This is an optimization exercise on Yosys and OpenROAD, whose aim is small area, a short achievable clock period and few clock cycles per item, not a production implementation.
In this exercise RTL edits were held to simulation tests only and were not proved equivalent to the original.
Power figures rest on the tool's default switching activity, not on a simulated workload.

==> flow/design.v <==
module gc_kconst (
    input  wire [6:0]  t,
    output reg  [31:0] k
);
    always @(*) begin
        case (t)
            7'd0: k = 32'h428a2f98;
            7'd1: k = 32'h71374491;
            7'd2: k = 32'hb5c0fbcf;
            7'd3: k = 32'he9b5dba5;
            7'd4: k = 32'h3956c25b;
            7'd5: k = 32'h59f111f1;
            7'd6: k = 32'h923f82a4;
            7'd7: k = 32'hab1c5ed5;
            7'd8: k = 32'hd807aa98;
            7'd9: k = 32'h12835b01;
            7'd10: k = 32'h243185be;
            7'd11: k = 32'h550c7dc3;
            7'd12: k = 32'h72be5d74;
            7'd13: k = 32'h80deb1fe;
            7'd14: k = 32'h9bdc06a7;
            7'd15: k = 32'hc19bf174;
            7'd16: k = 32'he49b69c1;
            7'd17: k = 32'hefbe4786;
            7'd18: k = 32'h0fc19dc6;
            7'd19: k = 32'h240ca1cc;
            7'd20: k = 32'h2de92c6f;
            7'd21: k = 32'h4a7484aa;
            7'd22: k = 32'h5cb0a9dc;
            7'd23: k = 32'h76f988da;
            7'd24: k = 32'h983e5152;
            7'd25: k = 32'ha831c66d;
            7'd26: k = 32'hb00327c8;
            7'd27: k = 32'hbf597fc7;
            7'd28: k = 32'hc6e00bf3;
            7'd29: k = 32'hd5a79147;
            7'd30: k = 32'h06ca6351;
            7'd31: k = 32'h14292967;
            7'd32: k = 32'h27b70a85;
            7'd33: k = 32'h2e1b2138;
            7'd34: k = 32'h4d2c6dfc;
            7'd35: k = 32'h53380d13;
            7'd36: k = 32'h650a7354;
            7'd37: k = 32'h766a0abb;
            7'd38: k = 32'h81c2c92e;
            7'd39: k = 32'h92722c85;
            7'd40: k = 32'ha2bfe8a1;
            7'd41: k = 32'ha81a664b;
            7'd42: k = 32'hc24b8b70;
            7'd43: k = 32'hc76c51a3;
            7'd44: k = 32'hd192e819;
            7'd45: k = 32'hd6990624;
            7'd46: k = 32'hf40e3585;
            7'd47: k = 32'h106aa070;
            7'd48: k = 32'h19a4c116;
            7'd49: k = 32'h1e376c08;
            7'd50: k = 32'h2748774c;
            7'd51: k = 32'h34b0bcb5;
            7'd52: k = 32'h391c0cb3;
            7'd53: k = 32'h4ed8aa4a;
            7'd54: k = 32'h5b9cca4f;
            7'd55: k = 32'h682e6ff3;
            7'd56: k = 32'h748f82ee;
            7'd57: k = 32'h78a5636f;
            7'd58: k = 32'h84c87814;
            7'd59: k = 32'h8cc70208;
            7'd60: k = 32'h90befffa;
            7'd61: k = 32'ha4506ceb;
            7'd62: k = 32'hbef9a3f7;
            7'd63: k = 32'hc67178f2;
            7'd64: k = 32'hc28a2f98;
            7'd65: k = 32'h71374491;
            7'd66: k = 32'hb5c0fbcf;
            7'd67: k = 32'he9b5dba5;
            7'd68: k = 32'h3956c25b;
            7'd69: k = 32'h59f111f1;
            7'd70: k = 32'h923f82a4;
            7'd71: k = 32'hab1c5ed5;
            7'd72: k = 32'hd807aa98;
            7'd73: k = 32'h12835b01;
            7'd74: k = 32'h243185be;
            7'd75: k = 32'h550c7dc3;
            7'd76: k = 32'h72be5d74;
            7'd77: k = 32'h80deb1fe;
            7'd78: k = 32'h9bdc06a7;
            7'd79: k = 32'hc19bf374;
            7'd80: k = 32'h649b69c1;
            7'd81: k = 32'hf0fe4786;
            7'd82: k = 32'h0fe1edc6;
            7'd83: k = 32'h240cf254;
            7'd84: k = 32'h4fe9346f;
            7'd85: k = 32'h6cc984be;
            7'd86: k = 32'h61b9411e;
            7'd87: k = 32'h16f988fa;
            7'd88: k = 32'hf2c65152;
            7'd89: k = 32'ha88e5a6d;
            7'd90: k = 32'hb019fc65;
            7'd91: k = 32'hb9d99ec7;
            7'd92: k = 32'h9a1231c3;
            7'd93: k = 32'he70eeaa0;
            7'd94: k = 32'hfdb1232b;
            7'd95: k = 32'hc7353eb0;
            7'd96: k = 32'h3069bad5;
            7'd97: k = 32'hcb976d5f;
            7'd98: k = 32'h5a0f118f;
            7'd99: k = 32'hdc1eeefd;
            7'd100: k = 32'h0a35b689;
            7'd101: k = 32'hde0b7a04;
            7'd102: k = 32'h58f4ca9d;
            7'd103: k = 32'he15d5b16;
            7'd104: k = 32'h007f3e86;
            7'd105: k = 32'h37088980;
            7'd106: k = 32'ha507ea32;
            7'd107: k = 32'h6fab9537;
            7'd108: k = 32'h17406110;
            7'd109: k = 32'h0d8cd6f1;
            7'd110: k = 32'hcdaa3b6d;
            7'd111: k = 32'hc0bbbe37;
            7'd112: k = 32'h83613bda;
            7'd113: k = 32'hdb48a363;
            7'd114: k = 32'h0b02e931;
            7'd115: k = 32'h6fd15ca7;
            7'd116: k = 32'h521afaca;
            7'd117: k = 32'h31338431;
            7'd118: k = 32'h6ed41a95;
            7'd119: k = 32'h6d437890;
            7'd120: k = 32'hc39c91f2;
            7'd121: k = 32'h9eccabbd;
            7'd122: k = 32'hb5c9a0e6;
            7'd123: k = 32'h532fb63c;
            7'd124: k = 32'hd2c741c6;
            7'd125: k = 32'h07237ea3;
            7'd126: k = 32'ha4954b68;
            default: k = 32'h4c191d76;
        endcase
    end
endmodule
module grain_chain (
    input  wire         clk,
    input  wire         rst,
    input  wire         in_valid,
    output wire         in_ready,
    input  wire [1:0]   in_op,
    input  wire [31:0]  in_data,
    output reg          done,
    output reg  [1:0]   status,
    output wire [255:0] link,
    output wire [31:0]  seq
);
    localparam OP_KEY    = 2'd0;
    localparam OP_LOAD   = 2'd1;
    localparam OP_APPEND = 2'd2;
    localparam OP_CHECK  = 2'd3;
    localparam ST_OK       = 2'd0;
    localparam ST_VOID     = 2'd1;
    localparam ST_SEQ_GAP  = 2'd2;
    localparam ST_BAD_LINK = 2'd3;
    localparam E_IDLE = 0;    
    localparam E_SH   = 1;    
    localparam E_PREP = 2;    
    localparam E_C1   = 3;    
    localparam E_FF1  = 4;    
    localparam E_C2   = 5;    
    localparam E_FF2  = 6;    
    localparam E_CMP  = 7;    
    localparam E_VG   = 8;    
    localparam E_LDW  = 9;    
    localparam [255:0] SHA_IV = {
        32'h6a09e667, 32'hbb67ae85, 32'h3c6ef372, 32'ha54ff53a,
        32'h510e527f, 32'h9b05688c, 32'h1f83d9ab, 32'h5be0cd19};
    function [31:0] bswap;
        input [31:0] x;
        begin
            bswap = {x[7:0], x[15:8], x[23:16], x[31:24]};
        end
    endfunction
    function [31:0] rotr;
        input [31:0] x;
        input [4:0]  n;
        begin
            rotr = (x >> n) | (x << (6'd32 - n));
        end
    endfunction
    function [31:0] csa_s;
        input [31:0] x, y, z;
        begin
            csa_s = x ^ y ^ z;
        end
    endfunction
    function [31:0] csa_c;
        input [31:0] x, y, z;
        begin
            csa_c = {(x[30:0] & y[30:0]) | (x[30:0] & z[30:0]) | (y[30:0] & z[30:0]), 1'b0};
        end
    endfunction
    integer i;
    reg [31:0]  w [0:15];
    reg [31:0]  a, b, c, d, e, f, g, h;
    reg [31:0]  hk;
    reg [255:0] link_r;
    reg [31:0]  seq_r;
    reg [9:0]   st;          
    reg [5:0]   rnd;
    reg [6:0]   ta;          
    reg [1:0]   hop;         
    reg         hvoid;
    reg         zc;          
    reg         x_full;      
    reg         eq_acc;      
    reg         fin;         
    reg         fin_key;     
    reg         fin_bad;     
    reg [3:0]   icnt;        
    reg [1:0]   iop;
    reg         ivoid, igap;
    reg         rec_full;    
    assign link = link_r;
    assign seq  = seq_r;
    wire [1:0] cur_op = (icnt == 4'd0) ? in_op : iop;
    wire [3:0] last_word = (cur_op == OP_LOAD)  ? 4'd8 :
                           (cur_op == OP_CHECK) ? 4'd15 : 4'd7;
    wire apnd_pend = (hop == OP_APPEND) && (st[E_C2] || st[E_FF2]);
    wire [31:0] seq_inc = seq_r + 32'd1;
    wire [31:0] seq_eff = (apnd_pend || (fin && !fin_key && !fin_bad)) ? seq_inc : seq_r;
    wire up_free = (st[E_IDLE] || ((st[E_C2] || st[E_FF2]) && (hop == OP_APPEND))) &&
                   !rec_full;
    assign in_ready = (icnt < 4'd8) ? up_free :
                      (iop == OP_LOAD) ? st[E_LDW] :
                      (st[E_VG] ||
                       ((st[E_C2] || st[E_FF2] || st[E_CMP]) &&
                        (hop == OP_CHECK) && !x_full));
    wire take = in_valid && in_ready;
    wire [31:0] in_word = ((iop == OP_APPEND) && (icnt == 4'd3)) ? seq_eff : in_data;
    wire job_hash = rec_full && ((iop == OP_APPEND) ||
                                 ((iop == OP_CHECK) && !ivoid && !igap));
    reg  [6:0]  ta_nx;
    wire [31:0] kt_nx;
    reg  [31:0] kt;
    gc_kconst u_k (.t(ta_nx), .k(kt_nx));
    wire in_c1   = st[E_C1];
    wire in_c2   = st[E_C2];
    wire in_ff1  = st[E_FF1];
    wire in_prep = st[E_PREP] || st[E_IDLE];
    wire cmp_sh  = st[E_CMP] && x_full;
    wire [31:0] wv = in_c1 ? w[1] : in_prep ? w[0] : 32'd0;
    wire [31:0] hk_s = csa_s(g, kt, wv);
    wire [31:0] hk_c = csa_c(g, kt, wv);
    wire [31:0] hk_nx = hk_s + hk_c;
    wire [31:0] s0  = rotr(a, 5'd2) ^ rotr(a, 5'd13) ^ rotr(a, 5'd22);
    wire [31:0] s1  = rotr(e, 5'd6) ^ rotr(e, 5'd11) ^ rotr(e, 5'd25);
    wire [31:0] ch  = (e & f) ^ (~e & g);
    wire [31:0] maj = (a & b) ^ (a & c) ^ (b & c);
    wire [31:0] t1_s = csa_s(hk, s1, ch);
    wire [31:0] t1_c = csa_c(hk, s1, ch);
    wire [31:0] ne_s = csa_s(t1_s, t1_c, d);
    wire [31:0] ne_c = csa_c(t1_s, t1_c, d);
    wire [31:0] e_nx = ne_s + ne_c;
    wire [31:0] na1_s = csa_s(t1_s, t1_c, s0);
    wire [31:0] na1_c = csa_c(t1_s, t1_c, s0);
    wire [31:0] na_s  = csa_s(na1_s, na1_c, maj);
    wire [31:0] na_c  = csa_c(na1_s, na1_c, maj);
    wire [31:0] a_nx  = na_s + na_c;
    wire [31:0] ms0  = rotr(w[1], 5'd7) ^ rotr(w[1], 5'd18) ^ (w[1] >> 3);
    wire [31:0] ms1  = rotr(w[14], 5'd17) ^ rotr(w[14], 5'd19) ^ (w[14] >> 10);
    wire [31:0] nw1_s = csa_s(ms1, w[9], ms0);
    wire [31:0] nw1_c = csa_c(ms1, w[9], ms0);
    wire [31:0] nw_s  = csa_s(nw1_s, nw1_c, w[0]);
    wire [31:0] nw_c  = csa_c(nw1_s, nw1_c, w[0]);
    wire [31:0] w_new = nw_s + nw_c;
    reg [31:0] iv_a, iv_e;
    always @(*) begin
        case (rnd[1:0])
            2'd0: begin iv_a = SHA_IV[159:128]; iv_e = SHA_IV[31:0];   end
            2'd1: begin iv_a = SHA_IV[191:160]; iv_e = SHA_IV[63:32];  end
            2'd2: begin iv_a = SHA_IV[223:192]; iv_e = SHA_IV[95:64];  end
            default: begin iv_a = SHA_IV[255:224]; iv_e = SHA_IV[127:96]; end
        endcase
    end
    wire [31:0] ffa = (in_ff1 ? d : a) + (in_ff1 ? iv_a : w[3]);
    wire [31:0] ffe = (in_ff1 ? h : e) + (in_ff1 ? iv_e : w[7]);
    wire [255:0] lo_words = {w[0], w[1], w[2], w[3], w[4], w[5], w[6], w[7]};
    wire         word_eq  = (w[0] == w[8]);
    wire [31:0] pad_word = (hop != OP_KEY) ? 32'd0 :
                           (rnd[2:0] == 3'd0) ? 32'h80000000 :
                           (rnd[2:0] == 3'd7) ? 32'd256 : 32'd0;
    wire sh_end = zc ? rnd[4] : (rnd[2:0] == 3'd7);
    reg [9:0] st_nx;
    always @(*) begin
        st_nx = st;
        if (st[E_IDLE] && rec_full) begin
            st_nx = 10'd0;
            if (job_hash)
                st_nx[E_C1] = 1'b1;
            else if (iop == OP_CHECK)
                st_nx[E_VG] = 1'b1;
            else
                st_nx[E_SH] = 1'b1;
        end
        if (st[E_SH] && sh_end) begin
            st_nx = 10'd0;
            if (zc)
                st_nx[E_IDLE] = 1'b1;
            else if (hop == OP_KEY)
                st_nx[E_PREP] = 1'b1;
            else
                st_nx[E_LDW] = 1'b1;
        end
        if (st[E_PREP])
            st_nx = 10'd1 << E_C1;
        if (st[E_C1] && (rnd == 6'd63))
            st_nx = 10'd1 << E_FF1;
        if (st[E_FF1] && (rnd == 6'd63))
            st_nx = (hop == OP_KEY) ? (10'd1 << E_IDLE) : (10'd1 << E_C2);
        if (st[E_C2] && (rnd == 6'd63))
            st_nx = 10'd1 << E_FF2;
        if (st[E_FF2])
            st_nx = (hop == OP_CHECK) ? (10'd1 << E_CMP) :
                    job_hash ? (10'd1 << E_PREP) : (10'd1 << E_IDLE);
        if (cmp_sh && (rnd[2:0] == 3'd7))
            st_nx = 10'd1 << E_IDLE;
        if (st[E_VG] && take && (icnt == 4'd15))
            st_nx = 10'd1 << E_IDLE;
        if (st[E_LDW] && take)
            st_nx = 10'd1 << E_IDLE;
    end
    reg [5:0] rnd_nx;
    always @(*) begin
        rnd_nx = rnd + 6'd1;
        if (st[E_IDLE])
            rnd_nx = rec_full ? 6'd0 : 6'd63;
        if (st[E_SH] && sh_end)
            rnd_nx = 6'd63;
        if (st[E_PREP])
            rnd_nx = 6'd0;
        if (st[E_C1] && (rnd == 6'd63))
            rnd_nx = 6'd60;
        if (st[E_FF1] && (rnd == 6'd63))
            rnd_nx = (hop == OP_KEY) ? 6'd63 : 6'd0;
        if (st[E_FF2])
            rnd_nx = (hop == OP_CHECK) ? 6'd0 : 6'd63;
        if (st[E_CMP])
            rnd_nx = !x_full ? 6'd0 : (rnd[2:0] == 3'd7) ? 6'd63 : rnd + 6'd1;
        if (st[E_VG] || st[E_LDW])
            rnd_nx = 6'd63;
    end
    wire [5:0] ta_inc = ta[5:0] + 6'd1;
    always @(*) begin
        ta_nx = 7'd0;
        if (st[E_PREP] || (st[E_IDLE] && job_hash))
            ta_nx = 7'd1;
        if (st[E_C1])
            ta_nx = (rnd == 6'd63) ? {1'b1, 6'd61} : {1'b0, ta_inc};
        if (st[E_C2] || (st[E_FF1] && !((rnd == 6'd63) && (hop == OP_KEY))))
            ta_nx = {1'b1, ta_inc};
    end
    wire shift_all = in_c1 || st[E_SH] || cmp_sh;
    wire shift_up  = shift_all || take;
    wire lo_ff     = in_ff1 || st[E_FF2] || (in_c2 && (rnd > 6'd60));
    wire lo_link   = fin && fin_bad;
    wire iv_g      = st[E_PREP] || (st[E_IDLE] && job_hash);
    always @(posedge clk) begin
        if (shift_all) begin
            for (i = 0; i < 8; i = i + 1)
                w[i] <= w[i+1];
        end else if (lo_ff) begin
            w[0] <= ffa;
            w[1] <= w[0];
            w[2] <= w[1];
            w[3] <= w[2];
            w[4] <= ffe;
            w[5] <= w[4];
            w[6] <= w[5];
            w[7] <= w[6];
        end else if (lo_link) begin
            for (i = 0; i < 8; i = i + 1)
                w[i] <= link_r[255-32*i -: 32];
        end
        if (shift_up) begin
            for (i = 8; i < 15; i = i + 1)
                w[i] <= w[i+1];
            if (in_c1)
                w[15] <= w_new;
            else if (st[E_SH] || st[E_CMP])
                w[15] <= pad_word;
            else
                w[15] <= bswap(in_word);
        end
        hk <= hk_nx;
        if (in_c1 || in_c2) begin
            h <= g;
            g <= f;
            f <= e;
            e <= e_nx;
            d <= c;
            c <= b;
            b <= a;
            a <= a_nx;
        end else if (in_ff1) begin
            h <= g;
            g <= f;
            f <= e;
            e <= ffe;
            d <= c;
            c <= b;
            b <= a;
            a <= ffa;
        end else begin
            {a, b, c, d, e, f, g, h} <= SHA_IV;
            if (!iv_g)
                g <= SHA_IV[31:0];
        end
    end
    always @(posedge clk) begin
        rnd <= rnd_nx;
        ta  <= ta_nx;
        kt  <= kt_nx;
        if (rst) begin
            st       <= 10'd1 << E_SH;
            rnd      <= 6'd0;
            hop      <= OP_LOAD;
            hvoid    <= 1'b0;
            zc       <= 1'b1;
            x_full   <= 1'b0;
            eq_acc   <= 1'b1;
            fin      <= 1'b0;
            fin_key  <= 1'b0;
            fin_bad  <= 1'b0;
            icnt     <= 4'd0;
            iop      <= OP_KEY;
            ivoid    <= 1'b0;
            igap     <= 1'b0;
            rec_full <= 1'b0;
            seq_r    <= 32'd0;
            done     <= 1'b0;
            status   <= ST_OK;
        end else begin
            st   <= st_nx;
            done <= 1'b0;
            fin  <= 1'b0;
            if (take) begin
                if (icnt == 4'd0) begin
                    iop   <= in_op;
                    ivoid <= 1'b0;
                    igap  <= 1'b0;
                    if (in_data[7:0] == 8'h00)
                        ivoid <= 1'b1;
                end
                if ((icnt == 4'd3) && (in_data != seq_eff))
                    igap <= 1'b1;
                if (icnt == 4'd7)
                    rec_full <= 1'b1;
                if ((icnt == 4'd15) && !st[E_VG])
                    x_full <= 1'b1;
                if (icnt == last_word)
                    icnt <= 4'd0;
                else
                    icnt <= icnt + 4'd1;
            end
            if (fin) begin
                done <= 1'b1;
                if (fin_bad) begin
                    status <= ST_BAD_LINK;
                end else begin
                    status <= ST_OK;
                    link_r <= lo_words;
                    seq_r  <= fin_key ? 32'd0 : seq_inc;
                end
            end
            if ((st[E_IDLE] && rec_full) || (st[E_FF2] && job_hash && (hop == OP_APPEND))) begin
                rec_full <= 1'b0;
                hop      <= iop;
                hvoid    <= ivoid;
            end
            if (st[E_SH] && sh_end && zc) begin
                zc     <= 1'b0;
                link_r <= lo_words;
            end
            if (st[E_FF1] && (rnd == 6'd63) && (hop == OP_KEY)) begin
                fin     <= 1'b1;
                fin_key <= 1'b1;
                fin_bad <= 1'b0;
            end
            if (st[E_FF2] && (hop == OP_APPEND)) begin
                fin     <= 1'b1;
                fin_key <= 1'b0;
                fin_bad <= 1'b0;
            end
            if (cmp_sh) begin
                eq_acc <= eq_acc && word_eq;
                if (rnd[2:0] == 3'd7) begin
                    x_full  <= 1'b0;
                    eq_acc  <= 1'b1;
                    fin     <= 1'b1;
                    fin_key <= 1'b0;
                    fin_bad <= !(eq_acc && word_eq);
                end
            end
            if (st[E_VG] && take && (icnt == 4'd15)) begin
                done   <= 1'b1;
                status <= hvoid ? ST_VOID : ST_SEQ_GAP;
            end
            if (st[E_LDW] && take) begin
                link_r <= lo_words;
                seq_r  <= in_data;
                status <= ST_OK;
                done   <= 1'b1;
            end
        end
    end
endmodule
==> flow/run.sh <==
#!/bin/bash
# synth_recipe.tcl (not shown) runs the flow's synth.tcl, then flattens the netlist and writes it again
# the make line also repeats each setting of config.mk as NAME=value (left out here)
make -C /OpenROAD-flow-scripts/flow DESIGN_CONFIG=/design/flow/config.mk WORK_HOME=/design/flow/orfs CLKGATE_MAP_FILE= SYNTH_SCRIPT=/design/flow/synth_recipe.tcl finish
==> flow/config.mk <==
export PLATFORM = sky130hd
export DESIGN_NAME = grain_chain
export DESIGN_NICKNAME = grain_chain
export VERILOG_FILES = /design/flow/design.v
export SDC_FILE = /design/flow/constraint.sdc
export NUM_CORES = 4
export LEC_CHECK = 0
export CAP_MARGIN = 40
export CORE_MARGIN = 2
export CORE_UTILIZATION = 40
export PLACE_DENSITY = 0.6
export SLEW_MARGIN = 30
==> flow/constraint.sdc <==
create_clock -name core_clock -period 9.5 [get_ports {clk}]
set_input_delay 1.9000 -clock core_clock [delete_from_list [all_inputs] [get_ports {clk}]]
set_output_delay 1.9000 -clock core_clock [all_outputs]
set_load 0.01 [all_outputs]
==> results of run 1 <==
-- layout make-up --
| cell class | instances | area share [%] |
|---|---|---|
| clock buffer | 164 | 4.74 |
| inverter | 186 | 0.941 |
| multi-input combinational | 4479 | 42.2 |
| tap | 2160 | 3.62 |
| sequential | 1163 | 41.5 |
| antenna | 6 | 0.0201 |
| clock inverter | 64 | 1.01 |
| timing repair buffer | 452 | 5.93 |
-- critical path, delay by kind of cell (launching register included) --
family	cells	cell delay (ns)
AO/OA/AOI/OAI	6	2.08
XOR/XNOR	1	0.32
adder cells (fa/ha/maj)	2	0.94
buffers and inverters	1	0.47
flip-flops	1	0.46
AND/OR/NAND/NOR	5	1.69
-- path summary, 6_finish.rpt --
check / from / end / depth (start not counted)
setup / recovery: rnd[0] / w[4][31] / 15
hold reg to reg: w[12][20] / w[11][20] / 0
setup reg to reg: rnd[0] / w[4][31] / 15
hold / removal: w[12][20] / w[11][20] / 0
-- registers in the layout, indices dropped and copies added (netlist names), 10 cells and up --
signal  count
c          32
link_r    256
seq_r      32
h          32
hk         32
w         512
f          32
a          32
kt         32
g          32
st         10
e          32
b          32
d          32
-- layer usage --
metal	routed length [um]	part of all wire, %	up-vias	global-route usage (%)
met4	17200	6.0	20	17.1
met3	30300	11	644	7.90
met1	115000	40	26200	46.0
met2	126000	44	3355	52.1
met5	137	0.048	-	0
li1	-	-	22800	-
-- Yosys cell counts (all sizes together) (58+ instances only) --
cell type	n	area [sq um]
fa	191	3820
a21oi	390	1970
inv	182	686
nor2	693	2600
o21ai	393	1970
and2	113	707
nor3	83	442
nand2b	127	795
clkbuf	347	1310
ha	222	2780
xor2	174	1520
nand2	416	1560
a22oi	58	435
a21o	85	638
edfxtp	768	23100
mux2	64	721
buf	63	317
xnor2	398	3490
nand3	95	485
dfxtp	395	7910
o22ai	257	1610
-- power by group through the flow --
stage	Sequential, mW	Clock (mW)	Combinational [mW]
after floorplan	8.59	0	12.6
after detailed placement	9.41	0	18.9
after CTS	9.33	5.22	19.1
after global placement	9.38	0	18.8
final	9.39	5.17	19.5
after global routing	9.46	5.41	21.0
-- cell families (layout without fill, tap and decap cells) --
| logic type | count (synthesis) | after routing | synth area share [%] |
|---|---|---|---|
| AOI/OAI and AO/OA | 1625 | 1625 | 15.8 |
| and+or+nand+nor | 1728 | 1728 | 12.4 |
| buffers and inverters | 596 | 866 | 3.59 |
| adders and majority gates | 444 | 444 | 10.7 |
| other | 0 | 6 | 0 |
| muxes | 110 | 110 | 1.83 |
| DFF | 1163 | 1163 | 47.9 |
| xor gates and xnor gates | 572 | 572 | 7.75 |
-- metrics by stage --
stage | instances | worst slack [ns] | utilization, % | hold WS (ns)
CTS | 8663 | 3.25 | 46.4 | 0.409
global placement | 8413 | 2.96 | 43.5 | 0.401
global route | 8668 | 3.06 | 46.5 | 0.417
detailed placement | 8435 | 3.34 | 43.7 | 0.405
finish | 8674 | 3.20 | 46.5 | 0.407
floorplan | 6238 | 1.31 | - | 0.400
-- cells in the final DEF (no fill, tap or decap), types with 47 or more instances in the layout --
cell,instances
a31oi_1,57
xnor2_1,396
a21oi_1,386
clkbuf_16,135
buf_4,100
inv_1,178
xor2_1,174
a22oi_1,58
mux2_2,64
o211ai_1,49
and2_1,113
edfxtp_1,768
clkdlybuf4s50_1,327
o22ai_1,256
ha_1,222
nand3_1,93
a21o_1,85
nand2_1,410
fa_1,191
dfxtp_1,393
a211oi_1,47
nor2_1,686
nand2b_1,127
o21ai_0,378
nor3_1,76
==> summary.txt, run 1 <==
Yosys
  • Synth async-reset ratio: 0%
  • Most used DFF post-synth: edfxtp_1
  • Synth unique cells: 102
  • Syn_nets: 6688
  • Cell area after synthesis: 64600 sq um
  • Mean Syn Cell Area: 10.4 sq um
  • Register area share after synthesis: 47.9%
  • #FFs+latches synth: 1163
  • Synth Instances: 6238
  • Post-synth EDFFs: 768
  • Synth Warn #: 3

Timing
  • RSZ-0062 raised after global routing: false
  • Endpoints failing setup: 0
  • Slew Viols, Final: 0
  • Clk_skew: 0.0491 ns
  • Fin Setup TNS: 0 ns
  • Min Clock Period, post-route: 6.30 ns
  • Worst slew pin tran: 1.00 ns
  • Crit share post-route: 66.3%
  • Worst slew margin: 32.9%
  • Hold Vio Cnt, Final: 0
  • Max frequency: 159 MHz

Finish
  • Finished Cell Area: 74600 sq um
  • Register Area: 31000 sq um
  • Nets: 6865
  • Layout cells sized above 1: 7.05%
  • Multi-input logic area: 31500 sq um
  • Area grow syn2layout: 15.5%
  • # fillers: 15000

Placed design
  • Hpwl dp: 221000 um
  • Area after DPL: 70200 sq um
  • Routability cong.: 1.01
  • IO buf count: 328

Critical path
  • Cell Chain, Critical Path: ha_1, clkinv_1, nand2_1, nor2_1, nor2_1, ha_1, a21oi_1, nand2_1, a211oi_1, o311ai_1, nand4_1, o211ai_1, a21oi_1, xnor2_2, o21ai_0
  • CP arrival: 6.81 ns
  • CP Capture Type: register
  • CP Max Fanout: 13
  • Critical path class: reg -> reg
  • Slack of the worst reg-to-reg path: 3.20 ns
  • Crit path launch type: register
  • CP max-delay cell: nand2_1
  • Slowest cell delay on critical path: 0.64 ns
  • Data required, critical path: 10.01 ns

Power
  • Sw Share: 47.5%
  • Power Dens Cells: 456 nW/um^2
  • Psw: 16.2 mW
  • Pint: 17.9 mW
  • Leak: 27.3 nW
  • VDD IR max: 0.636 mV
  • Comb pwr share: 57.2%
  • Sequential Power Share: 27.6%
  • Final Power: 34.0 mW
  • Clock power share: 15.2%

Die
  • Initial Utilization: 40.3%
  • Die H: 406 um
  • Die ar.: 165000 sq um
  • Die Width: 406 um
  • Row cnt: 147
  • CORE AREA: 161000 sq um
  • IO Pins: 329

Drt
  • Iteration-0 DRC Markers: 7368
  • Post-detailed-route count of antenna-violating nets: 0
  • DRT Wirelength: 288000 um
  • DR DRC count: 0
  • Drt first pass iters: 8
  • Routed via count: 53100
  • WL/cell: 33.2 um
  • Vias per Instance: 6.12

CTS
  • Worst-path clk slew: 0.06 ns
  • CTS Buf Count: 133
  • CTS tree: built
  • Post-CTS setup buffer count: 0
  • Cts repair resizes: 0
  • CTS root buffer: clkbuf_16
  • Clk sinks: 1163
  • Clk Latency, worst-skew pair: 0.81 ns
  • Htree depth: 4
  • Hold-fix buffers at CTS: 0
  • Maximum buffer depth of the clock tree: 3

Global route
  • Vias in the first global route: 50000
  • First-pass GRT wire length: 396000 um
  • All-Layer GR Usage: 34.3%
  • Initial antenna violation count: 23
  • Overflow after GRT: 0
  • Largest net degree at the start of global routing: 157

Job
  • Max Cap Viol: 0

Worst hold path
  • Worst min path class: reg -> reg

Status
  • Status: finished clean
Testbench counts, summed over its fixed seeds: cycles 42,875, records 320.
==> run 2: changes to the inputs <==
--- a/flow/config.mk
+++ b/flow/config.mk
@@ -7,6 +7,7 @@
 export LEC_CHECK = 0
 export CAP_MARGIN = 40
 export CORE_MARGIN = 2
-export CORE_UTILIZATION = 40
-export PLACE_DENSITY = 0.6
+export CORE_UTILIZATION = 60
+export PLACE_DENSITY = 0.7
+export SETUP_SLACK_MARGIN = 4
 export SLEW_MARGIN = 30
==> summary.txt, run 2 <==
Status
  • Status: finished clean

Yosys
  • Mean Syn Cell Area: 10.4 sq um (unchanged)
  • Post-synth EDFFs: 768 (unchanged)
  • Area leader, netlist: edfxtp_1
  • Register area share after synthesis: 47.9% (unchanged)
  • Top post-synthesis cells by area: edfxtp_1, dfxtp_1, fa_1
  • Yosys top cell area share: 35.7% (unchanged)
  • #FFs+latches synth: 1163 (unchanged)
  • Most used DFF post-synth: edfxtp_1
  • Cell area after synthesis: 64600 sq um (unchanged)
  • Synth Instances: 6238 (unchanged)
  • Synth Warn #: 3 (unchanged)
  • Synth top cells by count: edfxtp_1, nor2_1, nand2_1
  • Synth async-reset ratio: 0% (unchanged)
  • Syn_nets: 6688 (unchanged)
  • Top-count cell post-synth: edfxtp_1
  • Synth unique cells: 102 (unchanged)

Die
  • Die ar.: 110000 sq um (-33%)
  • Initial Utilization: 60.5% (+20 points)
  • Row cnt: 120 (-18%)
  • Die Width: 332 um (-18%)
  • CORE AREA: 107000 sq um (-33%)
  • IO Pins: 329 (unchanged)
  • Die H: 332 um (-18%)

Critical path
  • Slowest cell delay on critical path: 0.81 ns (+0.17 ns)
  • Buffer and inverter count on the worst path: 0 (-1)
  • CP arrival: 6.15 ns (-0.66 ns)
  • CP Max Fanout: 6 (-7)
  • CP delay by family, top: compound AO/OA/AOI/OAI gates
  • CP Capture Type: register
  • Cell Chain, Critical Path: xor2_1, xnor2_1, fa_1, xnor2_1, xnor2_1, ha_1, a211o_1, a21oi_1, a211oi_1, o2111a_1, o41ai_2, o21ai_0, xor2_1, nor2_1, a31oi_1
  • Cell mode on critical path: xnor2_1
  • CP max-delay cell: o41ai_2
  • Critical path class: reg -> reg
  • Crit path launch type: register
  • Data required, critical path: 10.11 ns (+0.10 ns)

Drt
  • DRT Wirelength: 263000 um (-8.6%)
  • Iteration-0 DRC Markers: 10100 (+37%)
  • Post-detailed-route count of antenna-violating nets: 0 (unchanged)
  • Vias per Instance: 6.95 (+14%)
  • Drt first pass iters: 9 (+1)
  • WL/cell: 33.3 um (+0.31%)
  • DR DRC count: 0 (unchanged)
  • Routed via count: 55000 (+3.6%)

Power
  • Leak: 27.1 nW (-0.63%)
  • Power Dens Cells: 462 nW/um^2 (+1.2%)
  • Final Power: 33.9 mW (-0.50%)
  • VDD IR max: 0.682 mV (+7.2%)

Global route
  • All-Layer GR Usage: 46.6% (+12 points)
  • Largest net degree at the start of global routing: 196 (+25%)
  • Vias in the first global route: 51200 (+2.4%)
  • Initial antenna violation count: 14 (-39%)
  • First-pass GRT wire length: 370000 um (-6.5%)
  • Overflow after GRT: 0 (unchanged)

CTS
  • Worst-path clk slew: 0.06 ns (about the same)
  • CTS root buffer: clkbuf_16
  • Maximum buffer depth of the clock tree: 3 (unchanged)
  • CTS tree: built
  • Clk sinks: 1163 (unchanged)
  • Hold-fix buffers at CTS: 0 (unchanged)
  • CTS Buf Count: 115 (-14%)
  • Htree depth: 3 (-1)
  • Clk Latency, worst-skew pair: 0.76 ns (-0.05 ns)

Timing
  • Min Clock Period, post-route: 5.54 ns (-0.757 ns)
  • Final worst slack: 3.96 ns (+0.757 ns)
  • Endpoints failing setup: 0 (unchanged)
  • Worst slew margin: 27.5% (-5.4 points)
  • Crit share post-route: 58.3% (-8.0 points)
  • Clk_skew: 0.0605 ns (+0.0114 ns)
  • Max frequency: 180 MHz (+14%)
  • Hold Vio Cnt, Final: 0 (unchanged)
  • Fin Setup TNS: 0 ns (unchanged)
  • Hold_ws: 0.371 ns (-0.0357 ns)
  • Slew Viols, Final: 0 (unchanged)
  • RSZ-0062 raised after global routing: false
  • Worst slew pin tran: 1.09 ns (+0.0843 ns)

Finish
  • Top reg by flops: w
  • Biggest registers after layout: w (512), link_r (256)
  • Area grow syn2layout: 13.5%
  • Commonest non-fill, non-tap cell in the layout: edfxtp_1
  • Max reg flops: 512 (unchanged)
  • Most frequent cells in the layout: edfxtp_1, nor2_1, nand2_1, xnor2_1, dfxtp_1
  • Finished Cell Area: 73400 sq um (-1.7%)
  • # fillers: 7893 (-47%)
  • Layout cells sized above 1: 7.13% (+0.077 points)
  • Post-route insts no fill: 7905 (-8.9%)
  • Finished Core Util: 68.6% (+22 points)
  • Nets: 6846 (-0.28%)

Placed design
  • Worst slack at placement: 3.82 ns (+0.481 ns)
  • Routability cong.: 1.12 (+11%)
  • Placed instance count: 7661 (-9.2%)
  • IO buf count: 328 (unchanged)
  • Area after DPL: 69200 sq um (-1.5%)
  • Hpwl dp: 197000 um (-11%)

Worst hold path
  • Worst min path class: reg -> reg

Job
  • Max Cap Viol: 0 (unchanged)
## run 2: final timing paths
kind / startpoint / end / slack [ns] / cells after the start
setup / recovery: e[8] / e[28] / 3.96 / 15
hold / removal: w[12][25] / w[11][25] / 0.37 / 0
setup reg to reg: e[8] / e[28] / 3.96 / 15
hold reg to reg: w[12][25] / w[11][25] / 0.37 / 0
## run 2: what timing repair did
item                                   in CTS  in global routing
pin swaps                                   0                  0
resized for setup                           4                 17
setup endpoints to repair                  10                 37
endpoints found under the hold margin       0                  0
buffers inserted                            0                 10
## run 2: power breakdown
part | switching [mW] | internal, mW | total [mW]
registers | 1.74 | 7.58 | 9.32
clock network | 2.10 | 2.61 | 4.72
logic | 12.3 | 7.50 | 19.8
total | 16.2 | 17.7 | 33.9
## run 2: cell families (layout without fill, tap and decap cells)
group / Yosys count / after routing / share of synthesized area, %
flops: 1163 / 1163 / 47.9
simple gates: 1728 / 1728 / 12.4
fa+ha+maj: 444 / 444 / 10.7
compound gates: 1625 / 1625 / 15.8
buf+inv: 596 / 852 / 3.59
xor+xnor: 572 / 572 / 7.75
mux: 110 / 110 / 1.83
other cells: 0 / 8 / 0
## run 2: worst reg2reg max path, stage by stage, from the launching register on
cell	delay, ns
dfxtp_1	0.57
xor2_1	0.32
xnor2_1	0.21
fa_1	0.52
xnor2_1	0.31
xnor2_1	0.23
ha_1	0.30
a211o_1	0.32
a21oi_1	0.34
a211oi_1	0.30
o2111a_1	0.35
o41ai_2	0.81
o21ai_0	0.40
xor2_1	0.23
nor2_1	0.13
a31oi_1	0.07
## run 2: routing by layer
layer	up-vias	part of all wire, %	track usage [%]
met5	-	0.065	0
met4	22	8.7	31.8
met3	1008	15	15.0
met2	4814	42	67.0
met1	26300	35	60.0
li1	22800	-	-
## run 2: area by class of cell
| cell class | instances | area [sq um] | share of cell area (%) |
|---|---|---|---|
| clock buffer | 145 | 3080 | 4.19 |
| clock inverter | 70 | 787 | 1.07 |
| inverter | 186 | 701 | 0.955 |
| antenna | 8 | 20.0 | 0.0273 |
| tap | 1403 | 1760 | 2.39 |
| multi-input combinational | 4479 | 31600 | 43.1 |
| sequential | 1163 | 31000 | 42.2 |
| timing repair buffer | 451 | 4450 | 6.06 |
==> run 3: changes to the inputs <==
--- a/flow/design.v
+++ b/flow/design.v
@@ -267,15 +267,11 @@
     wire [31:0] nw_s  = csa_s(nw1_s, nw1_c, w[0]);
     wire [31:0] nw_c  = csa_c(nw1_s, nw1_c, w[0]);
     wire [31:0] w_new = nw_s + nw_c;
-    reg [31:0] iv_a, iv_e;
-    always @(*) begin
-        case (rnd[1:0])
-            2'd0: begin iv_a = SHA_IV[159:128]; iv_e = SHA_IV[31:0];   end
-            2'd1: begin iv_a = SHA_IV[191:160]; iv_e = SHA_IV[63:32];  end
-            2'd2: begin iv_a = SHA_IV[223:192]; iv_e = SHA_IV[95:64];  end
-            default: begin iv_a = SHA_IV[255:224]; iv_e = SHA_IV[127:96]; end
-        endcase
-    end
+    reg  [3:0]  ivs;
+    wire [31:0] iv_a = ({32{ivs[0]}} & SHA_IV[159:128]) | ({32{ivs[1]}} & SHA_IV[191:160]) |
+                       ({32{ivs[2]}} & SHA_IV[223:192]) | ({32{ivs[3]}} & SHA_IV[255:224]);
+    wire [31:0] iv_e = ({32{ivs[0]}} & SHA_IV[31:0])    | ({32{ivs[1]}} & SHA_IV[63:32]) |
+                       ({32{ivs[2]}} & SHA_IV[95:64])   | ({32{ivs[3]}} & SHA_IV[127:96]);
     wire [31:0] ffa = (in_ff1 ? d : a) + (in_ff1 ? iv_a : w[3]);
     wire [31:0] ffe = (in_ff1 ? h : e) + (in_ff1 ? iv_e : w[7]);
     wire [255:0] lo_words = {w[0], w[1], w[2], w[3], w[4], w[5], w[6], w[7]};
@@ -412,6 +408,7 @@
     end
     always @(posedge clk) begin
         rnd <= rnd_nx;
+        ivs <= {ivs[2:0], st[E_C1] && (rnd == 6'd63)};
         ta  <= ta_nx;
         kt  <= kt_nx;
         if (rst) begin
==> flow/flow/run.sh (new file) <==
#!/bin/bash
# The standard layout (standard.sh: standard synthesis, floorplan, place,
# CTS, route, finish), except that the port buffers inserted before global
# placement are the smallest buffer cell rather than the flow's default pick.
# The whole make output goes to standard.log; ORFS keeps each step's log under
# orfs/logs/.
set -euo pipefail
export BUFFER_PORTS_ARGS="-buffer_cell sky130_fd_sc_hd__buf_1"
bash standard.sh > standard.log 2>&1
==> flow/standard.sh (new file) <==
#!/bin/bash
# synth_recipe.tcl (not shown) runs the flow's synth.tcl, then flattens the netlist and writes it again
# the make line also repeats each setting of config.mk as NAME=value (left out here)
make -C /OpenROAD-flow-scripts/flow DESIGN_CONFIG=/design/flow/config.mk WORK_HOME=/design/flow/orfs CLKGATE_MAP_FILE= SYNTH_SCRIPT=/design/flow/synth_recipe.tcl "${@:-finish}"
--- a/flow/config.mk
+++ b/flow/config.mk
@@ -8,6 +8,7 @@
 export CAP_MARGIN = 40
 export CORE_MARGIN = 2
 export CORE_UTILIZATION = 60
+export CTS_BUF_LIST = sky130_fd_sc_hd__clkbuf_8
 export PLACE_DENSITY = 0.7
 export SETUP_SLACK_MARGIN = 4
 export SLEW_MARGIN = 30
removed: flow/run.sh
==> summary.txt, run 3 <==
Status
  • Status: finished clean

Finish
  • # fillers: 8270 (+4.8%)
  • Most frequent cells in the layout: nor2_1, edfxtp_1, dfxtp_1, xnor2_1, a21oi_1
  • Multi-input logic area: 31300 sq um (-1.1%)
  • Nets: 6808 (-0.56%)
  • Register Area: 31100 sq um (+0.32%)
  • Max reg flops: 512 (unchanged)
  • Top reg by flops: w
  • Layout cells sized above 1: 8.04% (+0.91 points)
  • Area grow syn2layout: 10.0%
  • Commonest non-fill, non-tap cell in the layout: nor2_1
  • Post-route insts no fill: 7928 (+0.29%)
  • Biggest registers after layout: w (512), link_r (256)

Die
  • CORE AREA: 107000 sq um (-0.28%)
  • Die H: 331 um (-0.26%)
  • Die ar.: 110000 sq um (-0.52%)
  • IO Pins: 329 (unchanged)
  • Initial Utilization: 60.3% (-0.15 points)
  • Die Width: 331 um (-0.26%)
  • Row cnt: 120 (unchanged)

CTS
  • Clk sinks: 1167 (+0.34%)
  • CTS Buf Count: 189 (+64%)
  • Maximum buffer depth of the clock tree: 3 (unchanged)
  • CTS root buffer: clkbuf_8
  • Clk Latency, worst-skew pair: 0.92 ns (+0.16 ns)
  • Hold-fix buffers at CTS: 0 (unchanged)
  • Worst-path clk slew: 0.07 ns (about the same)
  • Htree depth: 4 (+1)
  • CTS tree: built

Yosys
  • Cell area after synthesis: 64300 sq um (-0.53%)
  • Synth Warn #: 3 (unchanged)
  • Mean Syn Cell Area: 10.5 sq um (+1.0%)
  • Top post-synthesis cells by area: edfxtp_1, dfxtp_1, fa_1
  • Synth top cells by count: nor2_1, edfxtp_1, dfxtp_1
  • Synth async-reset ratio: 0% (unchanged)
  • Post-synth EDFFs: 768 (unchanged)
  • Syn_nets: 6586 (-1.5%)
  • Yosys top cell area share: 35.9% (+0.19 points)
  • Top-count cell post-synth: nor2_1
  • Register area share after synthesis: 48.3% (+0.38 points)
  • Most used DFF post-synth: edfxtp_1
  • Area leader, netlist: edfxtp_1
  • Synth Instances: 6141 (-1.6%)
  • #FFs+latches synth: 1167 (+0.34%)
  • Synth unique cells: 99 (-2.9%)

Timing
  • Crit share post-route: 57.0% (-1.3 points)
  • Hold Vio Cnt, Final: 0 (unchanged)
  • Max frequency: 185 MHz (+2.3%)
  • Clk_skew: 0.0736 ns (+0.0131 ns)
  • Worst slew margin: 23.6% (-3.9 points)
  • Endpoints failing setup: 0 (unchanged)
  • Min Clock Period, post-route: 5.42 ns (-0.126 ns)
  • RSZ-0062 raised after global routing: true
  • Worst slew pin tran: 1.15 ns (+0.0582 ns)
  • Fin Setup TNS: 0 ns (unchanged)
  • Hold_ws: 0.410 ns (+0.0392 ns)
  • Slew Viols, Final: 0 (unchanged)

Drt
  • DR DRC count: 0 (unchanged)
  • Post-detailed-route count of antenna-violating nets: 0 (unchanged)
  • Drt first pass iters: 9 (unchanged)
  • Vias per Instance: 6.79 (-2.3%)
  • WL/cell: 32.4 um (-2.7%)
  • Routed via count: 53800 (-2.0%)
  • DRT Wirelength: 257000 um (-2.4%)
  • Iteration-0 DRC Markers: 8969 (-11%)

Job
  • Max Cap Viol: 0 (unchanged)

Critical path
  • Slack of the worst reg-to-reg path: 4.08 ns (+0.13 ns)
  • CP arrival: 6.00 ns (-0.15 ns)
  • Data required, critical path: 10.08 ns (-0.03 ns)
  • Crit path launch type: register
  • CP Max Fanout: 52 (+46)
  • CP Capture Type: register
  • Critical path class: reg -> reg

Placed design
  • IO buf count: 328 (unchanged)
  • Placed instance count: 7564 (-1.3%)
  • Hpwl dp: 193000 um (-1.9%)
  • Routability cong.: 1.06 (-4.9%)

Global route
  • Initial antenna violation count: 10 (-4)
  • Overflow after GRT: 0 (unchanged)
  • Vias in the first global route: 50600 (-1.2%)
  • Largest net degree at the start of global routing: 202 (+3.1%)
  • First-pass GRT wire length: 362000 um (-2.1%)
  • All-Layer GR Usage: 45.9% (-0.71 points)

Worst hold path
  • Worst min path class: reg -> reg

Power
  • Leak: 26.5 nW (-2.3%)
  • Power Dens Cells: 465 nW/um^2 (+0.78%)
  • VDD IR max: 0.736 mV (+7.9%)
[run 3: changes by cell type after synthesis, sizes merged, moves of 11 or more]
cell / change
o21ai: -51
or2: -12
a22o: +57
xnor2: -14
a221oi: -14
nand2: -112
a21oi: -52
buf: +14
clkbuf: -26
inv: -15
o211ai: -24
a211oi: +11
a21o: +16
nor2: +121
[run 3: final timing paths]
kind	from	end	cells after the start
hold / removal	w[12][31]	w[11][31]	0
setup / recovery	st[4]	w[4][28]	15
setup reg to reg	st[4]	w[4][28]	15
hold reg to reg	w[12][31]	w[11][31]	0
[run 3: final cells by class]
class,instances,share of cell area (%)
antenna,6,0.0212
clock buffer,209,4.07
multi-input combinational,4408,44.2
timing repair buffer,429,3.07
inverter,168,0.904
clock inverter,138,1.33
sequential,1167,43.9
tap,1403,2.48
[run 3: layer usage]
| layer | vias to the layer above | track usage, % | share of wire, % |
|---|---|---|---|
| li1 | 22700 | - | - |
| met1 | 25900 | 59.4 | 36 |
| met2 | 4364 | 66.5 | 42 |
| met3 | 936 | 13.4 | 14 |
| met4 | 6 | 31.9 | 8.5 |
| met5 | - | 0 | 0.016 |
[run 3: critical path: stages, from the launching register on]
cell      delay, ns
dfxtp_4        0.55
buf_8          0.35
nand2b_1       0.25
nor3_2         0.35
nor2_1         0.14
ha_1           0.25
fa_1           0.48
a211oi_1       0.28
o21ai_0        0.22
nand3_1        0.19
a41oi_1        0.21
o221ai_1       0.37
o21ai_0        0.24
a221o_1        0.42
xnor2_1        0.54
o21ai_0        0.18
[run 3: timing repair]
| action | 4_1_cts | 5_1_grt |
|---|---|---|
| setup buffers | 0 | 8 |
| endpoints found under the setup margin | 11 | 23 |
| pin swaps | 0 | 3 |
| cloned | 0 | 0 |
| gates resized for setup | 6 | 34 |
[run 3: where the power goes]
| part | switching (mW) | leakage, nW | internal (mW) |
|---|---|---|---|
| combinational | 12.1 | 13.3 | 6.98 |
| clock | 2.15 | 2.17 | 2.29 |
| sequential | 1.77 | 11.0 | 7.64 |
| total | 16.0 | 26.5 | 16.9 |
[run 3: cell families (layout without fill, tap and decap cells)]
group                      Yosys count  in the layout  synth area share (%)
and+or+nand+nor                   1724           1724                  12.3
AOI/OAI and AO/OA                 1572           1572                  15.8
DFF                               1167           1167                  48.3
xor gates and xnor gates           567            567                  7.72
buffers and inverters              566            944                  3.45
adders and majority gates          439            439                  10.7
muxes                              106            106                  1.78
other                                0              6                     0
[run 3: through the flow]
stage / utilization, % / area, sq um / power (mW) / setup slack (ns)
after global routing: 66.3 / 70700 / 34.5 / 3.98
after detailed placement: 62.6 / 66700 / 27.5 / 3.57
after CTS: 66.2 / 70500 / 32.1 / 4.02
after floorplan: - / 64400 / 20.9 / 2.14
after global placement: 62.4 / 66500 / 26.9 / 3.66
final: 66.4 / 70700 / 32.9 / 4.08
Testbench counts of run 3, summed over its fixed seeds: cycles 42,875, records 320.
==> run 4: changes to the inputs <==
--- a/flow/design.v
+++ b/flow/design.v
@@ -193,6 +193,26 @@
             csa_c = {(x[30:0] & y[30:0]) | (x[30:0] & z[30:0]) | (y[30:0] & z[30:0]), 1'b0};
         end
     endfunction
+    function [31:0] add_sk;
+        input [31:0] x, y;
+        reg   [31:0] p, gg, pp, g2, p2;
+        integer j, l;
+        begin
+            p  = x ^ y;
+            gg = x & y;
+            pp = p;
+            for (l = 1; l < 32; l = l * 2) begin
+                g2 = gg; p2 = pp;
+                for (j = 0; j < 32; j = j + 1)
+                    if ((j / l) % 2 == 1) begin
+                        g2[j] = gg[j] | (pp[j] & gg[(j/l)*l - 1]);
+                        p2[j] = pp[j] & pp[(j/l)*l - 1];
+                    end
+                gg = g2; pp = p2;
+            end
+            add_sk = p ^ {gg[30:0], 1'b0};
+        end
+    endfunction
     integer i;
     reg [31:0]  w [0:15];
     reg [31:0]  a, b, c, d, e, f, g, h;
@@ -245,7 +265,7 @@
     wire [31:0] wv = in_c1 ? w[1] : in_prep ? w[0] : 32'd0;
     wire [31:0] hk_s = csa_s(g, kt, wv);
     wire [31:0] hk_c = csa_c(g, kt, wv);
-    wire [31:0] hk_nx = hk_s + hk_c;
+    wire [31:0] hk_nx = add_sk(hk_s, hk_c);
     wire [31:0] s0  = rotr(a, 5'd2) ^ rotr(a, 5'd13) ^ rotr(a, 5'd22);
     wire [31:0] s1  = rotr(e, 5'd6) ^ rotr(e, 5'd11) ^ rotr(e, 5'd25);
     wire [31:0] ch  = (e & f) ^ (~e & g);
@@ -254,19 +274,19 @@
     wire [31:0] t1_c = csa_c(hk, s1, ch);
     wire [31:0] ne_s = csa_s(t1_s, t1_c, d);
     wire [31:0] ne_c = csa_c(t1_s, t1_c, d);
-    wire [31:0] e_nx = ne_s + ne_c;
+    wire [31:0] e_nx = add_sk(ne_s, ne_c);
     wire [31:0] na1_s = csa_s(t1_s, t1_c, s0);
     wire [31:0] na1_c = csa_c(t1_s, t1_c, s0);
     wire [31:0] na_s  = csa_s(na1_s, na1_c, maj);
     wire [31:0] na_c  = csa_c(na1_s, na1_c, maj);
-    wire [31:0] a_nx  = na_s + na_c;
+    wire [31:0] a_nx  = add_sk(na_s, na_c);
     wire [31:0] ms0  = rotr(w[1], 5'd7) ^ rotr(w[1], 5'd18) ^ (w[1] >> 3);
     wire [31:0] ms1  = rotr(w[14], 5'd17) ^ rotr(w[14], 5'd19) ^ (w[14] >> 10);
     wire [31:0] nw1_s = csa_s(ms1, w[9], ms0);
     wire [31:0] nw1_c = csa_c(ms1, w[9], ms0);
     wire [31:0] nw_s  = csa_s(nw1_s, nw1_c, w[0]);
     wire [31:0] nw_c  = csa_c(nw1_s, nw1_c, w[0]);
-    wire [31:0] w_new = nw_s + nw_c;
+    wire [31:0] w_new = add_sk(nw_s, nw_c);
     reg  [3:0]  ivs;
     wire [31:0] iv_a = ({32{ivs[0]}} & SHA_IV[159:128]) | ({32{ivs[1]}} & SHA_IV[191:160]) |
                        ({32{ivs[2]}} & SHA_IV[223:192]) | ({32{ivs[3]}} & SHA_IV[255:224]);
==> flow/config.mk (replaced) <==
export PLATFORM = sky130hd
export DESIGN_NAME = grain_chain
export DESIGN_NICKNAME = grain_chain
export VERILOG_FILES = /design/flow/design.v
export SDC_FILE = /design/flow/constraint.sdc
export NUM_CORES = 4
export LEC_CHECK = 0
export CAP_MARGIN = 20
export CORE_MARGIN = 2
export CORE_UTILIZATION = 55
export CTS_BUF_LIST = sky130_fd_sc_hd__clkbuf_8
export PLACE_DENSITY = 0.62
export SETUP_SLACK_MARGIN = 5
export SLEW_MARGIN = 20
==> summary.txt, run 4 <==
CTS
  • Clk sinks: 1167 (unchanged)
  • Maximum buffer depth of the clock tree: 3 (unchanged)
  • CTS Buf Count: 191 (+1.1%)
  • Hold-fix buffers at CTS: 0 (unchanged)
  • CTS root buffer: clkbuf_8
  • Clk Latency, worst-skew pair: 0.98 ns (+0.06 ns)
  • CTS tree: built
  • Htree depth: 4 (unchanged)
  • Worst-path clk slew: 0.06 ns (about the same)

Power
  • VDD IR max: 0.902 mV (+23%)
  • Leak: 27.4 nW (+3.4%)
  • Comb pwr share: 58.6% (+0.7 points)
  • Psw: 15.5 mW (-2.8%)
  • Clock power share: 13.5% (about the same)
  • Sequential Power Share: 27.8% (-0.8 points)
  • Pint: 17.6 mW (+4.2%)
  • Power Dens Cells: 455 nW/um^2 (-2.1%)
  • Sw Share: 46.9% (-1.7 points)

Global route
  • Overflow after GRT: 0 (unchanged)
  • Vias in the first global route: 49400 (-2.4%)
  • Largest net degree at the start of global routing: 175 (-13%)
  • Routing usage on met3: 13.3% (-0.015 points)
  • M2 GR Usage: 62.1% (-4.4 points)
  • Met1 usage: 57.5% (-1.9 points)
  • Initial antenna violation count: 18 (+8)
  • First-pass GRT wire length: 362000 um (about the same)
  • Most Crowded Layer GR: met2
  • All-Layer GR Usage: 43.2% (-2.7 points)

Yosys
  • Cell area after synthesis: 63800 sq um (-0.79%)
  • Syn_nets: 6495 (-1.4%)
  • Top post-synthesis cells by area: edfxtp_1, dfxtp_1, fa_1
  • Synth unique cells: 93 (-6.1%)
  • Synth Instances: 6025 (-1.9%)
  • Synth top cells by count: edfxtp_1, nor2_1, dfxtp_1
  • Top-count cell post-synth: edfxtp_1
  • Synth async-reset ratio: 0% (unchanged)
  • Post-synth EDFFs: 768 (unchanged)
  • Mean Syn Cell Area: 10.6 sq um (+1.1%)
  • #FFs+latches synth: 1167 (unchanged)
  • Area leader, netlist: edfxtp_1
  • Synth Warn #: 3 (unchanged)
  • Most used DFF post-synth: edfxtp_1
  • Register area share after synthesis: 48.7% (+0.39 points)
  • Yosys top cell area share: 36.2% (+0.29 points)

Timing
  • RSZ-0062 raised after global routing: true
  • Max frequency: 219 MHz (+19%)
  • Min Clock Period, post-route: 4.56 ns (-0.853 ns)
  • Worst slew pin tran: 1.34 ns (+0.192 ns)
  • Fin Setup TNS: 0 ns (unchanged)
  • Clk_skew: 0.0477 ns (-0.0260 ns)
  • Crit share post-route: 48.0% (-9.0 points)
  • Worst slew margin: 9.85% (-14 points)
  • Slew Viols, Final: 0 (unchanged)
  • Hold Vio Cnt, Final: 0 (unchanged)
  • Endpoints failing setup: 0 (unchanged)

Die
  • CORE AREA: 115000 sq um (+7.6%)
  • IO Pins: 329 (unchanged)
  • Die Width: 345 um (+4.0%)
  • Initial Utilization: 55.6% (-4.7 points)
  • Die H: 345 um (+4.0%)
  • Row cnt: 124 (+3.3%)
  • Die ar.: 119000 sq um (+8.1%)

Finish
  • Layout cells sized above 1: 13.1% (+5.1 points)
  • Most frequent cells in the layout: edfxtp_1, nor2_1, dfxtp_1, o21ai_0, buf_1
  • Register Area: 31200 sq um (+0.28%)
  • # fillers: 9262 (+12%)
  • Multi-input logic area: 32000 sq um (+2.4%)
  • Finished Core Util: 63.5% (-2.8 points)
  • Commonest non-fill, non-tap cell in the layout: edfxtp_1
  • Nets: 6822 (+0.21%)
  • Top reg by flops: w
  • Max reg flops: 512 (unchanged)
  • Biggest registers after layout: w (512), link_r (256)
  • Area grow syn2layout: 14.2%

Worst hold path
  • Worst min path class: reg -> reg
  • Hold path startpoint: w[13][24]
  • Hold path depth: 0 (unchanged)
  • WHS Endpoint: w[12][24]

Critical path
  • Reg2Reg Depth: 16 (+1)
  • FF-to-FF Start: g[8]
  • R2r endpoint: a[31]
  • CP arrival: 5.48 ns (-0.52 ns)
  • Slack of the worst reg-to-reg path: 4.94 ns (+0.85 ns)
  • Critical path class: reg -> reg
  • Data required, critical path: 10.42 ns (+0.34 ns)
  • CP Max Fanout: 4 (-92%)
  • CP Capture Type: register
  • Crit path launch type: register

Job
  • Max Cap Viol: 0 (unchanged)

Drt
  • Vias per Instance: 6.59 (-2.9%)
  • Iteration-0 DRC Markers: 8640 (-3.7%)
  • DR DRC count: 0 (unchanged)
  • DRT Wirelength: 262000 um (+1.8%)
  • Drt first pass iters: 9 (unchanged)
  • WL/cell: 32.6 um (+0.62%)
  • Routed via count: 52900 (-1.8%)
  • Post-detailed-route count of antenna-violating nets: 0 (unchanged)

Status
  • Status: finished clean

Placed design
  • IO buf count: 328 (unchanged)
  • Hpwl dp: 190000 um (-1.5%)
  • Routability cong.: 1.05 (-1.5%)
-- run 4: per-layer routing --
metal	vias to the layer above	routed length (um)
met5	-	356
met4	20	19000
met3	804	36000
met2	4054	110000
met1	25600	96800
li1	22400	-
-- run 4: power groups by stage --
stage	clock (mW)	combinational, mW	sequential (mW)
floorplan	0	10.5	8.37
global placement	0	15.2	9.29
detailed placement	0	15.4	9.32
CTS	4.49	17.1	9.12
global route	4.70	20.6	9.26
finish	4.48	19.4	9.23
-- run 4: worst max-delay path by stage --
stage	startpoint	endpoint	slack, ns	cells past startpoint
after CTS	e[18]	a[31]	4.90	17
final	g[8]	a[31]	4.94	16
after global routing	e[16]	a[31]	4.83	18
after floorplan	in_valid	link_r[0]	2.20	5
after detailed placement	in_valid	link_r[60]	3.95	6
after global placement	e[12]	a[31]	3.97	17
-- run 4: cell type report --
type	instances	share of cell area, %
Sequential cell	1167	42.8
Timing Repair inverter	2	0.0137
Clock inverter	128	1.19
Timing Repair Buffer	531	4.14
Clock buffer	215	4.06
Antenna cell	6	0.0206
Inverter	231	1.20
Multi-Input combinational cell	4228	44.0
Tap cell	1512	2.60
-- run 4: worst max-delay path, stage by stage (launching register included) --
cell	delay [ns]
dfxtp_1	0.58
mux2i_1	0.18
fa_1	0.57
fa_1	0.46
fa_1	0.51
inv_1	0.07
ha_1	0.32
nand2_2	0.08
nor4_4	0.31
nand3_4	0.14
a31oi_4	0.32
a211oi_4	0.11
buf_6	0.16
a21oi_4	0.14
or3b_4	0.39
o21ai_2	0.07
a211o_1	0.10
-- run 4: cell families (layout without fill, tap and decap cells) --
group / Yosys count / count (layout) / synth area share [%]
and+or+nand+nor: 1641 / 1641 / 11.8
AOI/OAI and AO/OA: 1498 / 1499 / 15.1
DFF: 1167 / 1167 / 48.7
buffers and inverters: 631 / 1107 / 3.84
xor gates and xnor gates: 536 / 536 / 7.47
adders and majority gates: 444 / 444 / 11.2
muxes: 108 / 108 / 1.82
other: 0 / 6 / 0
-- run 4: metrics by stage --
step / hold WS (ns) / power [mW] / cells / worst slack, ns / area, sq um
finish: 0.400 / 33.2 / 8020 / 4.94 / 72800
global route: 0.401 / 34.5 / 8015 / 4.83 / 72800
CTS: 0.392 / 30.7 / 7969 / 4.90 / 71300
detailed placement: 0.405 / 24.7 / 7541 / 3.95 / 66100
global placement: 0.400 / 24.5 / 7541 / 3.97 / 66100
floorplan: 0.329 / 18.8 / 6025 / 2.20 / 63800
-- run 4: repair_timing --
item	in CTS	in global routing
gates cloned	3	2
gates resized for setup	161	220
buffers inserted	82	43
setup endpoints to repair	376	188
pin swaps	52	89
Testbench counts of run 4, summed over its fixed seeds: cycles 42,875, records 320.
==> run 5: changes to the inputs <==
--- a/flow/config.mk
+++ b/flow/config.mk
@@ -10,5 +10,5 @@
 export CORE_UTILIZATION = 55
 export CTS_BUF_LIST = sky130_fd_sc_hd__clkbuf_8
 export PLACE_DENSITY = 0.62
-export SETUP_SLACK_MARGIN = 5
+export SETUP_SLACK_MARGIN = 4
 export SLEW_MARGIN = 20
==> summary.txt, run 5 <==
Critical path
  • CP Capture Type: register
  • Crit path launch type: register
  • Critical path class: reg -> reg
  • CP arrival: 6.13 ns (+0.65 ns)
  • R2r endpoint: w[4][13]
  • Data required, critical path: 10.15 ns (-0.27 ns)
  • Reg2Reg Depth: 12 (-4)
  • FF-to-FF Start: st[4]
  • End of the critical path: w[4][13]
  • Slack of the worst reg-to-reg path: 4.02 ns (-0.91 ns)
  • Crit path from: st[4]
  • CP Max Fanout: 66 (+62)

Worst hold path
  • Worst min path class: reg -> reg

Power
  • Leak: 26.2 nW (-4.3%)
  • Power Dens Cells: 426 nW/um^2 (-6.3%)
  • Final Power: 29.8 mW (-10%)
  • VDD IR max: 0.777 mV (-14%)

Yosys
  • Synth Instances: 6025 (unchanged)
  • Most used DFF post-synth: edfxtp_1
  • Top post-synthesis cells by area: edfxtp_1, dfxtp_1, fa_1
  • Xor/xnor cell area share of the yosys netlist: 7.47% (unchanged)
  • Synth Warn #: 3 (unchanged)
  • Synth unique cells: 93 (unchanged)
  • Register area share after synthesis: 48.7% (unchanged)
  • Mean Syn Cell Area: 10.6 sq um (unchanged)
  • Post-synth EDFFs: 768 (unchanged)
  • Yosys top cell area share: 36.2% (unchanged)
  • Syn_nets: 6495 (unchanged)
  • Cell area after synthesis: 63800 sq um (unchanged)
  • Mux contribution to synthesized area: 1.82% (unchanged)
  • Area leader, netlist: edfxtp_1
  • Simple-gate share of the synthesized area: 11.8% (unchanged)
  • Synth top cells by count: edfxtp_1, nor2_1, dfxtp_1
  • Synth async-reset ratio: 0% (unchanged)
  • Adder-Cell Fraction of Synth Area: 11.2% (unchanged)
  • Top-count cell post-synth: edfxtp_1
  • Compound-Gate Fraction of Synth Area: 15.1% (unchanged)
  • Largest family of logic cells by synthesized area: compound AO/OA/AOI/OAI gates
  • #FFs+latches synth: 1167 (unchanged)

Finish
  • Nets: 6699 (-1.8%)
  • Finished Cell Area: 69900 sq um (-4.0%)
  • Area grow syn2layout: 9.61%
  • Biggest registers after layout: w (512), link_r (256)
  • Top reg by flops: w
  • Max reg flops: 512 (unchanged)
  • Commonest non-fill, non-tap cell in the layout: edfxtp_1
  • Most frequent cells in the layout: edfxtp_1, nor2_1, dfxtp_1, o21ai_0, xnor2_1
  • Layout cells sized above 1: 7.25% (-5.8 points)

Job
  • Max Cap Viol: 0 (unchanged)

Timing
  • Clk_skew: 0.0631 ns (+0.0154 ns)
  • Slew Viols, Final: 0 (unchanged)
  • Hold Vio Cnt, Final: 0 (unchanged)
  • Endpoints failing setup: 0 (unchanged)
  • Crit share post-route: 57.7% (+9.6 points)
  • Worst slew margin: 16.9% (+7.1 points)
  • Max frequency: 183 MHz (-17%)
  • RSZ-0062 raised after global routing: false
  • Min Clock Period, post-route: 5.48 ns (+0.915 ns)
  • Worst slew pin tran: 1.24 ns (-0.0961 ns)
  • Fin Setup TNS: 0 ns (unchanged)

CTS
  • Maximum buffer depth of the clock tree: 3 (unchanged)
  • CTS root buffer: clkbuf_8
  • Clk sinks: 1167 (unchanged)
  • CTS Buf Count: 189 (-1.0%)
  • Clk Latency, worst-skew pair: 0.96 ns (-0.02 ns)
  • Htree depth: 4 (unchanged)
  • Worst-path clk slew: 0.07 ns (about the same)
  • Hold-fix buffers at CTS: 0 (unchanged)
  • CTS tree: built

Placed design
  • Routability cong.: 1.03 (-1.3%)
  • Hpwl dp: 190000 um (-0.12%)
  • Area after DPL: 66200 sq um (about the same)
  • IO buf count: 328 (unchanged)

Drt
  • WL/cell: 32.2 um (-1.4%)
  • DRT Wirelength: 254000 um (-3.0%)
  • DR DRC count: 0 (unchanged)
  • Post-detailed-route count of antenna-violating nets: 0 (unchanged)
  • Vias per Instance: 6.56 (-0.45%)
  • Drt first pass iters: 8 (-1)
  • Iteration-0 DRC Markers: 7703 (-11%)
  • Routed via count: 51800 (-2.0%)

Status
  • Status: finished clean

Global route
  • Vias in the first global route: 48000 (-2.9%)
  • All-Layer GR Usage: 42.1% (-1.1 points)
  • Largest net degree at the start of global routing: 180 (+2.9%)
  • Overflow after GRT: 0 (unchanged)
  • First-pass GRT wire length: 353000 um (-2.5%)
  • Initial antenna violation count: 13 (-5)

Die
  • Die ar.: 119000 sq um (unchanged)
  • Row cnt: 124 (unchanged)
  • Initial Utilization: 55.6% (unchanged)
  • Die Width: 345 um (unchanged)
  • IO Pins: 329 (unchanged)
  • CORE AREA: 115000 sq um (unchanged)
  • Die H: 345 um (unchanged)
## run 5: stage by stage
stage	hold slack, ns	instances	utilization [%]	setup WS, ns
after detailed placement	0.405	7549	57.7	3.87
after global routing	0.412	7890	61.0	4.00
after global placement	0.400	7548	57.7	3.89
after CTS	0.407	7887	60.9	4.08
after floorplan	0.329	6025	-	2.20
final	0.401	7895	61.0	4.02
## run 5: layout make-up
class                   count  area [sq um]
fillers                  9514         44700
flip-flops and latches   1167         31100
multi-input cells        4227         30500
clock buffers             206          2840
repair buffers            413          1920
well taps                1512          1890
inverters                 231           867
clock inverters           132           861
diodes                      7          17.5
## run 5: kinds of logic (layout without fill, tap and decap cells)
group	count (synthesis)	after routing
buffers and inverters	631	982
multiplexers	108	108
XOR/XNOR	536	536
flip-flops	1167	1167
other	0	7
AND/OR/NAND/NOR	1641	1641
AO/OA/AOI/OAI	1498	1498
adder cells (fa/ha/maj)	444	444
## run 5: timing repair
action | in CTS | in global routing
buffers inserted | 0 | 1
gates resized for setup | 2 | 2
pin swaps | 0 | 1
endpoints found under the hold margin | 0 | 0
endpoints found under the setup margin | 1 | 8
gates cloned | 0 | 0
## run 5: worst min-delay path by stage
stage / from / endpoint / cells after the start
3_3_place_gp: w[12][8] / w[11][8] / 0
6_report: w[12][20] / w[11][20] / 0
4_1_cts: w[12][16] / w[11][16] / 0
3_5_place_dp: w[11][26] / w[10][26] / 0
5_1_grt: w[15][3] / w[14][3] / 0
2_1_floorplan: ivs[0] / ivs[1] / 0
## run 5: per-layer routing
layer  routed length (um)  global-route usage (%)
met1                96300                    56.9
met2               108000                    61.3
met3                33200                    12.1
met4                16100                    22.7
met5                   82                       0
## run 5: power by group
group          internal (mW)  switching (mW)
clock                   2.17            2.18
sequential              7.55            1.74
combinational           6.06            10.1
total                   15.8            14.0
## run 5: critical path: stages, from the launching register on
cell	delay (ns)
dfxtp_4	0.65
buf_4	0.77
nand2_1	0.40
o21ai_0	0.36
ha_1	0.39
a2111oi_0	0.38
o21ai_0	0.23
a31oi_1	0.46
nand2b_1	0.10
a21oi_1	0.23
o21ai_0	0.16
xnor2_1	0.85
o21ai_0	0.20

-- port drivers added, routing unchanged --
The flow's constraints put no driver on any port. The routed layouts listed below were extracted and timed again, unchanged, in two steps. Step 1 sets driving cells, clkbuf_16 on the clock port and buf_2 on the other inputs (assumed; they add their load-dependent delay and slew). Step 2 adds t to the input delays and takes it off the output delays; t is the mean of the earliest and latest rising clock arrival at the registers after step 1. Input paths then give back, and output paths get back, about the clock's delay inside the block. a / b / c = ideal ports / drivers / drivers and shift; a / b = the first two.
| run | t (ns) | setup slack, ns | cell pins on the clock port's net |
|---|---|---|---|
| run 1 | 0.867 | 3.200 / 3.200 / 3.200 | 1 |
| run 2 | 0.801 | 3.957 / 3.957 / 3.950 | 1 |
| run 3 | 0.955 | 4.083 / 4.083 / 4.083 | 1 |
| run 4 | 1.030 | 4.936 / 4.936 / 4.722 | 1 |
| run 5 | 1.004 | 4.022 / 4.022 / 3.747 | 1 |
After both steps every run listed still meets setup and hold. The setup slack of run 5, which loses most, moves by 0.000 ns with the drivers and by -0.275 ns with both steps.
